What follows belongs to an exercise in optimizing a design on an open flow for small area; a production flow would make more cautious choices. Only simulation tests tie the RTL to the original design; equivalence was not proved.

**flow/run.sh**
```bash
#!/bin/bash
# synth_recipe.tcl (not shown) runs the flow's synth.tcl, then flattens the netlist and writes it again
# the make line also repeats each setting of config.mk as NAME=value (left out here)
make -C /OpenROAD-flow-scripts/flow DESIGN_CONFIG=/design/flow/config.mk WORK_HOME=/design/flow/orfs CLKGATE_MAP_FILE= SYNTH_SCRIPT=/design/flow/synth_recipe.tcl finish
```
**flow/config.mk**
```make
export PLATFORM = sky130hd
export DESIGN_NAME = pc_decim
export DESIGN_NICKNAME = pc_decim
export VERILOG_FILES = /design/flow/design.v
export SDC_FILE = /design/flow/constraint.sdc
export NUM_CORES = 4
export LEC_CHECK = 0
export CAP_MARGIN = 20
export CORE_MARGIN = 2
export CORE_UTILIZATION = 25
export PLACE_DENSITY = 0.45
export SLEW_MARGIN = 20
```
**flow/constraint.sdc**
```tcl
create_clock -name core_clock -period 25.0 [get_ports {clk}]
set_input_delay 5.0000 -clock core_clock [delete_from_list [all_inputs] [get_ports {clk}]]
set_output_delay 5.0000 -clock core_clock [all_outputs]
set_load 0.01 [all_outputs]
```
**flow/design.v**
```verilog
module pc_decim (
    input  wire         clk,
    input  wire         rst,
    input  wire         cfg_we,
    input  wire [1:0]   cfg_ch,
    input  wire [31:0]  cfg_data,
    input  wire         mod_tick,
    input  wire [3:0]   mod_bits,
    output wire [3:0]   pc_valid,
    output wire [3:0]   pc_settled,
    output wire [127:0] pc_word
);
    reg [1:0] ph;
    always @(posedge clk)
        if (rst) ph <= 2'd0;
        else     ph <= ph + 2'd1;
    wire [1:0] new_order = cfg_data[26:25];
    wire [3:0] new_l2osr = cfg_data[24:21];
    wire       cfg_ok    = (new_order != 2'b11) && (new_l2osr >= 4'd4) && (new_l2osr <= 4'd12);
    wire [2:0] new_n     = {1'b0, new_order} + 3'd3;
    wire [5:0] new_nl    = new_n * new_l2osr;
    wire [5:0] new_s     = (new_nl >= 6'd23) ? (6'd60 - new_nl) : 6'd37;
    wire [15:0] sd   [0:3];
    wire [3:0]  zf, lastb, clsf, rawf, alignf, ofsf;
    wire [1:0]  ordf [0:3];
    wire [3:0]  l2f  [0:3];
    wire [2:0]  nsf  [0:3];
    genvar c;
    generate
        for (c = 0; c < 4; c = c + 1) begin : g_ch
            pc_decim_chan u_chan (
                .clk      (clk),
                .rst      (rst),
                .dig      (ph - c[1:0]),
                .cfg_we   (cfg_we && (cfg_ch == c)),
                .cfg_ok   (cfg_ok),
                .cfg_data (cfg_data),
                .new_s    (new_s),
                .mod_tick (mod_tick),
                .mod_bit  (mod_bits[c]),
                .sd       (sd[c]),
                .zero     (zf[c]),
                .lastbit  (lastb[c]),
                .cls      (clsf[c]),
                .raw      (rawf[c]),
                .align    (alignf[c]),
                .ofsbin   (ofsf[c]),
                .order    (ordf[c]),
                .l2osr    (l2f[c]),
                .nsamp    (nsf[c])
            );
        end
    endgenerate
    wire [1:0]  c2 = ph - 2'd2;
    reg  [10:0] cap;
    always @(posedge clk) cap <= sd[c2][15:5];
    wire [1:0]  f     = ph + 2'd1;
    wire [23:0] t24   = {sd[f][12:0], cap};
    wire [2:0]  n_ord = {1'b0, ordf[f]} + 3'd3;
    wire [5:0]  nl    = n_ord * l2f[f];
    wire        big   = (nl >= 6'd23);
    wire [4:0]  r     = big ? 5'd23 : nl[4:0];
    wire [24:0] oh    = 25'd1 << r;                  
    wire [23:0] msk   = oh[23:0] | (oh[23:0] - 24'd1);  
    wire        clamp = lastb[f] && zf[f] && ((t24 & msk) == oh[23:0]);
    wire [23:0] v     = clamp ? (oh[23:0] - 24'd1) : t24;
    wire        raw   = rawf[f];
    wire [31:0] u     = (raw && ofsf[f]) ? {8'd0, (v ^ oh[23:0]) & msk}
                                         : {{8{v[23]}}, v};
    wire [31:0] fmt   = (raw && alignf[f]) ? (u << (5'd31 - r)) : u;
    reg [31:0] word;
    reg [3:0]  valid;
    reg        settled;
    always @(posedge clk) begin
        if (rst) valid <= 4'd0;
        else     valid <= clsf[f] ? (4'd1 << f) : 4'd0;
        word    <= fmt;
        settled <= (nsf[f] > n_ord);
    end
    assign pc_valid   = valid;
    assign pc_settled = {4{settled}};
    assign pc_word    = {4{word}};
endmodule
module pc_decim_chan (
    input  wire        clk,
    input  wire        rst,
    input  wire [1:0]  dig,         
    input  wire        cfg_we,
    input  wire        cfg_ok,
    input  wire [31:0] cfg_data,
    input  wire [5:0]  new_s,
    input  wire        mod_tick,
    input  wire        mod_bit,
    output wire [15:0] sd,          
    output reg         zero,        
    output reg         lastbit,     
    output reg         cls,         
    output reg         raw,
    output reg         align,
    output reg         ofsbin,
    output reg  [1:0]  order,
    output reg  [3:0]  l2osr,
    output reg  [2:0]  nsamp        
);
    reg        en;
    reg [5:0]  s;
    wire [1:0] new_order = cfg_data[26:25];
    wire [3:0] new_l2osr = cfg_data[24:21];
    wire       restart   = cfg_we && cfg_ok && cfg_data[31] &&
                           (!en || (new_order != order) || (new_l2osr != l2osr));
    always @(posedge clk) begin
        if (rst)
            en <= 1'b0;
        else if (cfg_we && cfg_ok)
            en <= cfg_data[31];
        if (cfg_we && cfg_ok) begin
            raw    <= cfg_data[30];
            align  <= cfg_data[29];
            ofsbin <= cfg_data[28];
            order  <= new_order;
            l2osr  <= new_l2osr;
            s      <= new_s;
        end
    end
    reg  [11:0] phase;
    wire [11:0] pmask = ~(12'hfff << l2osr);
    wire        wlast = &(phase | ~pmask);
    wire        tick  = mod_tick && en && !restart;
    always @(posedge clk) begin
        if (restart) begin
            phase <= 12'd0;
            nsamp <= 3'd0;
        end else if (tick) begin
            phase <= wlast ? 12'd0 : phase + 12'd1;
            if (wlast && nsamp != 3'd6)
                nsamp <= nsamp + 3'd1;
        end
    end
    reg pend, pbit, pcls, clrp, act, clr;
    always @(posedge clk) begin
        if (rst) begin
            pend <= 1'b0;
            clrp <= 1'b0;
            act  <= 1'b0;
            cls  <= 1'b0;
            clr  <= 1'b0;
        end else if (dig == 2'd3) begin
            act     <= pend | tick;
            lastbit <= tick ? mod_bit : pbit;
            cls     <= tick ? wlast : (pend & pcls);
            clr     <= clrp | restart;
            pend    <= 1'b0;
            clrp    <= 1'b0;
        end else begin
            if (tick) begin
                pend <= 1'b1;
                pbit <= mod_bit;
                pcls <= wlast;
            end
            if (restart)
                clrp <= 1'b1;
        end
    end
    reg [63:0] g1, g2, g3, g4, dd, c1, c2, c3, c4;
    wire [15:0] o_g1 = clr ? 16'd0 : g1[15:0];
    wire [15:0] o_g2 = clr ? 16'd0 : g2[15:0];
    wire [15:0] o_g3 = clr ? 16'd0 : g3[15:0];
    wire [15:0] o_g4 = clr ? 16'd0 : g4[15:0];
    wire [15:0] o_dd = clr ? 16'd0 : dd[15:0];
    wire [15:0] o_c1 = clr ? 16'd0 : c1[15:0];
    wire [15:0] o_c2 = clr ? 16'd0 : c2[15:0];
    wire [15:0] o_c3 = clr ? 16'd0 : c3[15:0];
    wire [15:0] o_c4 = clr ? 16'd0 : c4[15:0];
    wire        d0 = (dig == 2'd0);
    wire        eqd = (dig == s[5:4]);
    wire        gtd = (dig > s[5:4]);
    reg  [15:0] inp;
    integer l;
    always @* begin
        for (l = 0; l < 16; l = l + 1)
            inp[l] = act && (lastbit ? (eqd && (l == s[3:0]))
                                     : (gtd || (eqd && (l >= s[3:0]))));
    end
    reg  [8:0] cy;      
    wire [8:0] ci = d0 ? 9'b111100000 : cy;
    wire [16:0] n_g1 = o_g1 + inp + ci[0];
    wire [16:0] n_g2 = o_g2 + (act ? n_g1[15:0] : 16'd0) + ci[1];
    wire [16:0] n_g3 = o_g3 + (act ? n_g2[15:0] : 16'd0) + ci[2];
    wire [16:0] n_g4 = o_g4 + (act ? n_g3[15:0] : 16'd0) + ci[3];
    wire [15:0] tap  = (order == 2'd0) ? n_g2[15:0] :
                       (order == 2'd1) ? n_g3[15:0] : n_g4[15:0];
    wire [16:0] n_dd = o_dd + (act ? tap : 16'd0) + ci[4];
    wire [15:0] m_c1 = ~o_c1, m_c2 = ~o_c2, m_c3 = ~o_c3, m_c4 = ~o_c4;
    wire [16:0] y1   = n_dd[15:0] + m_c1 + ci[5];
    wire [16:0] y2   = y1[15:0] + m_c2 + ci[6];
    wire [16:0] y3   = y2[15:0] + m_c3 + ci[7];
    wire [16:0] y4   = y3[15:0] + m_c4 + ci[8];
    assign sd = (order == 2'd0) ? y2[15:0] :
                (order == 2'd1) ? y3[15:0] : y4[15:0];
    always @(posedge clk) begin
        cy <= {y4[16], y3[16], y2[16], y1[16], n_dd[16], n_g4[16], n_g3[16], n_g2[16], n_g1[16]};
        g1 <= {n_g1[15:0], g1[63:16]};
        g2 <= {n_g2[15:0], g2[63:16]};
        g3 <= {n_g3[15:0], g3[63:16]};
        g4 <= {n_g4[15:0], g4[63:16]};
        dd <= {cls ? 16'd0 : n_dd[15:0], dd[63:16]};
        c1 <= {cls ? n_dd[15:0] : o_c1, c1[63:16]};
        c2 <= {cls ? y1[15:0]   : o_c2, c2[63:16]};
        c3 <= {cls ? y2[15:0]   : o_c3, c3[63:16]};
        c4 <= {cls ? y3[15:0]   : o_c4, c4[63:16]};
        zero <= (d0 | zero) & ((dig == 2'd2) ? (sd[4:0] == 5'd0) : (sd == 16'd0));
    end
endmodule
```
==> notes.md <==
Post-CTS Hold Buffers - 0
Clock Tree Buf Depth - 4
Setup-failing EPs final - 0
Via density - 4.33
Arr. time, crit path - 19.57 ns
WS Path Type - reg2reg
most used cell, CP - ha_1
Post-synth top flop - dfxtp_1
Antenna Nets Post-Route - 0
Syn Nets - 10200
Hold Crit Class - reg2reg
fin. max-slew vios - 0
initial antenna violation count - 14
# port buffers - 155
crit end category - flop
first-pass GRT wire length - 387000 um
Clock Root Buffer - clkbuf_16
post_cts resized - 0
RSZ-0062 raised after global routing - false
Initial DRC Count - 3748
routability congestion estimate from global placement - 0.860
IO Count - 178
placed insts - 14500
Post-Syn Area per Cell - 10.2 sq um
Synth top area share - 51.1%
CTS tree - done
TNS Setup - 0 ns
drt first pass iters - 6
post-route cell area - 0.113 sq mm
dpl hpwl - 177000 um
Starting Density - 25.1%
CTS Sinks - 2550
f_max - 53.0 MHz
synth unique cells - 109
EDFF count, synth - 72
area of placed instances - 0.104 sq mm
clock-pin slew on the worst setup and hold paths - 0.07 ns
final worst-path cycle share - 75.4%
clock skew - 0.0679 ns
CP max stage cell - mux2i_1
DRC - 0
Site Rows - 228
synthesized flop and latch total - 2550
layout cells sized above 1 - 6.79%
Die Wd - 627 um
Seq/Total Area, Yosys - 53.4%
GR Util All Layers - 12.5%
Core ar. - 0.386 sq mm
Overflow after GRT - 0
Critical R2R Launch - ph[0]
nets@finish - 10300
final non-filler cell total - 15000
fillcell total - 39800
max cap viols - 0
Reg2Reg Depth - 67
worst relative slew slack - 23.0%
Required @ worst endpoint - 25.72 ns
Post-CTS Setup Bufs - 0
Setup crit start - ph[0]
Ys Warns - 2
nature of the critical path startpoint - flop
Synth Cell Area - 0.0970 sq mm
TritonCTS Buffers - 288
flop-to-flop setup slack - 6.15 ns
largest net degree at the start of global routing - 98
die height - 627 um
post-synthesis instance total - 9482
WL final - 250000 um
Routed WL per cell - 16.7 um
Hold Violations, Final - 0
Worst-Margin Slew - 1.15 ns
minimum clock period - 18.85 ns
Via Count - 64900
outcome - timing/DRC/antenna clean
Clock Latency Late Sink - 0.88 ns
reg2reg end - word[30]
slowest stage delay, CP - 0.86 ns
ranking of synthesized cells by area - dfxtp_1 51%, ha_1 7.8%, xnor2_1 3.3%
vias in the first global route - 65400
Max H-tree Level - 5
Layout area overhead - 16.9%
maximum fanout along the worst path - 23
largest area contributor in the synthesized netlist - dfxtp_1
ys async rst share - 0%
crit path to - word[30]
DIE AREA - 0.393 sq mm
==> final cells by class <==
class / count / area [sq um] / area share, %
flip-flops and latches: 2550 / 51800 / 45.7
inverters: 494 / 1860 / 1.64
diodes: 4 / 10.0 / 0.00882
clock inverters: 101 / 1340 / 1.18
well taps: 5175 / 6470 / 5.71
clock buffers: 407 / 8350 / 7.36
multi-input cells: 6012 / 41400 / 36.5
repair buffers: 242 / 2200 / 1.94
==> how the worst min path moves through the flow <==
stage	startpoint	end	slack [ns]	depth (start not counted)
final	g_ch[1].u_chan.g4[40]	g_ch[1].u_chan.g4[24]	0.30	0
after global routing	g_ch[1].u_chan.g4[40]	g_ch[1].u_chan.g4[24]	0.30	0
after CTS	g_ch[1].u_chan.c3[35]	g_ch[1].u_chan.c3[19]	0.29	0
after global placement	g_ch[1].u_chan.g1[51]	g_ch[1].u_chan.g1[35]	0.31	0
after floorplan	g_ch[0].u_chan.c1[16]	g_ch[0].u_chan.c1[0]	0.31	0
after detailed placement	g_ch[0].u_chan.c2[44]	g_ch[0].u_chan.c2[28]	0.31	0
==> worst max-delay path: cells and delay by family (launching register included) <==
family,cells,cell delay [ns]
XOR/XNOR,4,0.96
AO/OA/AOI/OAI,30,7.51
adder cells (fa/ha/maj),11,3.94
flip-flops,1,0.50
AND/OR/NAND/NOR,14,2.84
buffers and inverters,6,1.65
multiplexers,2,1.17
==> cells in the mapped netlist, types with 37 or more instances <==
master	n
dfxtp_1	2478
ha_1	602
nor2_1	578
xnor2_1	363
inv_1	484
a21oi_1	526
a211oi_1	79
nand2b_1	255
o21a_1	77
and3_1	37
xor2_1	140
and2_1	218
nand2_1	726
clkbuf_1	259
mux2i_1	138
o211ai_1	45
nor3_1	86
o21bai_1	146
o21ai_0	563
a21o_1	155
buf_4	101
fa_1	78
or3_1	40
nand3_1	80
edfxtp_1	72
buf_1	52
nand4_1	51
nor2b_1	467
mux2_2	43
==> metrics by stage <==
step | hold WS (ns) | setup WS, ns | utilization (%)
finish | 0.303 | 6.15 | 29.4
global route | 0.301 | 5.08 | 29.4
CTS | 0.289 | 6.08 | 29.4
detailed placement | 0.312 | 6.23 | 26.9
global placement | 0.310 | 6.31 | 26.9
floorplan | 0.310 | 10.84 | -
==> placed cells by master (no fill, tap or decap), types with 45 or more instances in the layout <==
| master | n |
|---|---|
| dfxtp_1 | 2469 |
| nand2_1 | 725 |
| ha_1 | 598 |
| nor2_1 | 576 |
| o21ai_0 | 559 |
| a21oi_1 | 526 |
| inv_1 | 483 |
| nor2b_1 | 466 |
| xnor2_1 | 363 |
| clkbuf_16 | 296 |
| nand2b_1 | 255 |
| and2_1 | 218 |
| a21o_1 | 155 |
| clkdlybuf4s50_1 | 154 |
| o21bai_1 | 146 |
| xor2_1 | 140 |
| mux2i_1 | 138 |
| buf_4 | 87 |
| nor3_1 | 86 |
| nand3_1 | 80 |
| a211oi_1 | 79 |
| fa_1 | 78 |
| o21a_1 | 77 |
| edfxtp_1 | 72 |
| clkbuf_1 | 58 |
| clkbuf_8 | 53 |
| nand4_1 | 51 |
| o211ai_1 | 45 |
==> metal layers <==
metal	global-route usage, %	routed length [um]	vias to the layer above
li1	-	-	32300
met5	0	0	-
met2	20.5	113000	1299
met4	4.61	8980	0
met3	1.80	10200	454
met1	16.7	119000	30900
==> sequential cells by signal, summed over array words and instances (netlist names), 16 cells and up <==
signal,count
g_ch.u_chan.c4,256
g_ch.u_chan.phase,48
g_ch.u_chan.g2,256
word,32
g_ch.u_chan.c3,256
g_ch.u_chan.dd,256
g_ch.u_chan.g1,256
g_ch.u_chan.s,24
g_ch.u_chan.c2,256
g_ch.u_chan.cy,36
g_ch.u_chan.g4,256
g_ch.u_chan.l2osr,16
g_ch.u_chan.c1,256
g_ch.u_chan.g3,256
==> cells by family after synthesis <==
logic type                 synth area share [%]
AOI/OAI and AO/OA                          13.0
xor gates and xnor gates                   4.61
adders and majority gates                  9.37
buffers and inverters                      3.99
DFF                                        53.4
muxes                                      2.05
and+or+nand+nor                            13.6

re-timing with driven ports:
Ports are ideal in the flow. The routed layout listed here was re-timed in OpenROAD. Step 1 sets driving cells, clkbuf_16 on the clock port and buf_2 on the other inputs (assumed; they add their load-dependent delay and slew). Step 2 moves the port delays by t, midway between the first and last clock arrival at a register: inputs arrive t later, outputs are due t later. That takes back most of the time a late clock gives input paths. Three values: ideal, step 1, step 2; two values: the first two.
shift t [ns]: 0.957
slack for setup (ns): 6.147 / 6.147 / 6.147
hold WS [ns]: 0.303 / 0.303 / 0.303
After both steps this run still meets setup and hold. The setup slack of this run moves by 0.000 ns with the drivers and by 0.000 ns with both steps.
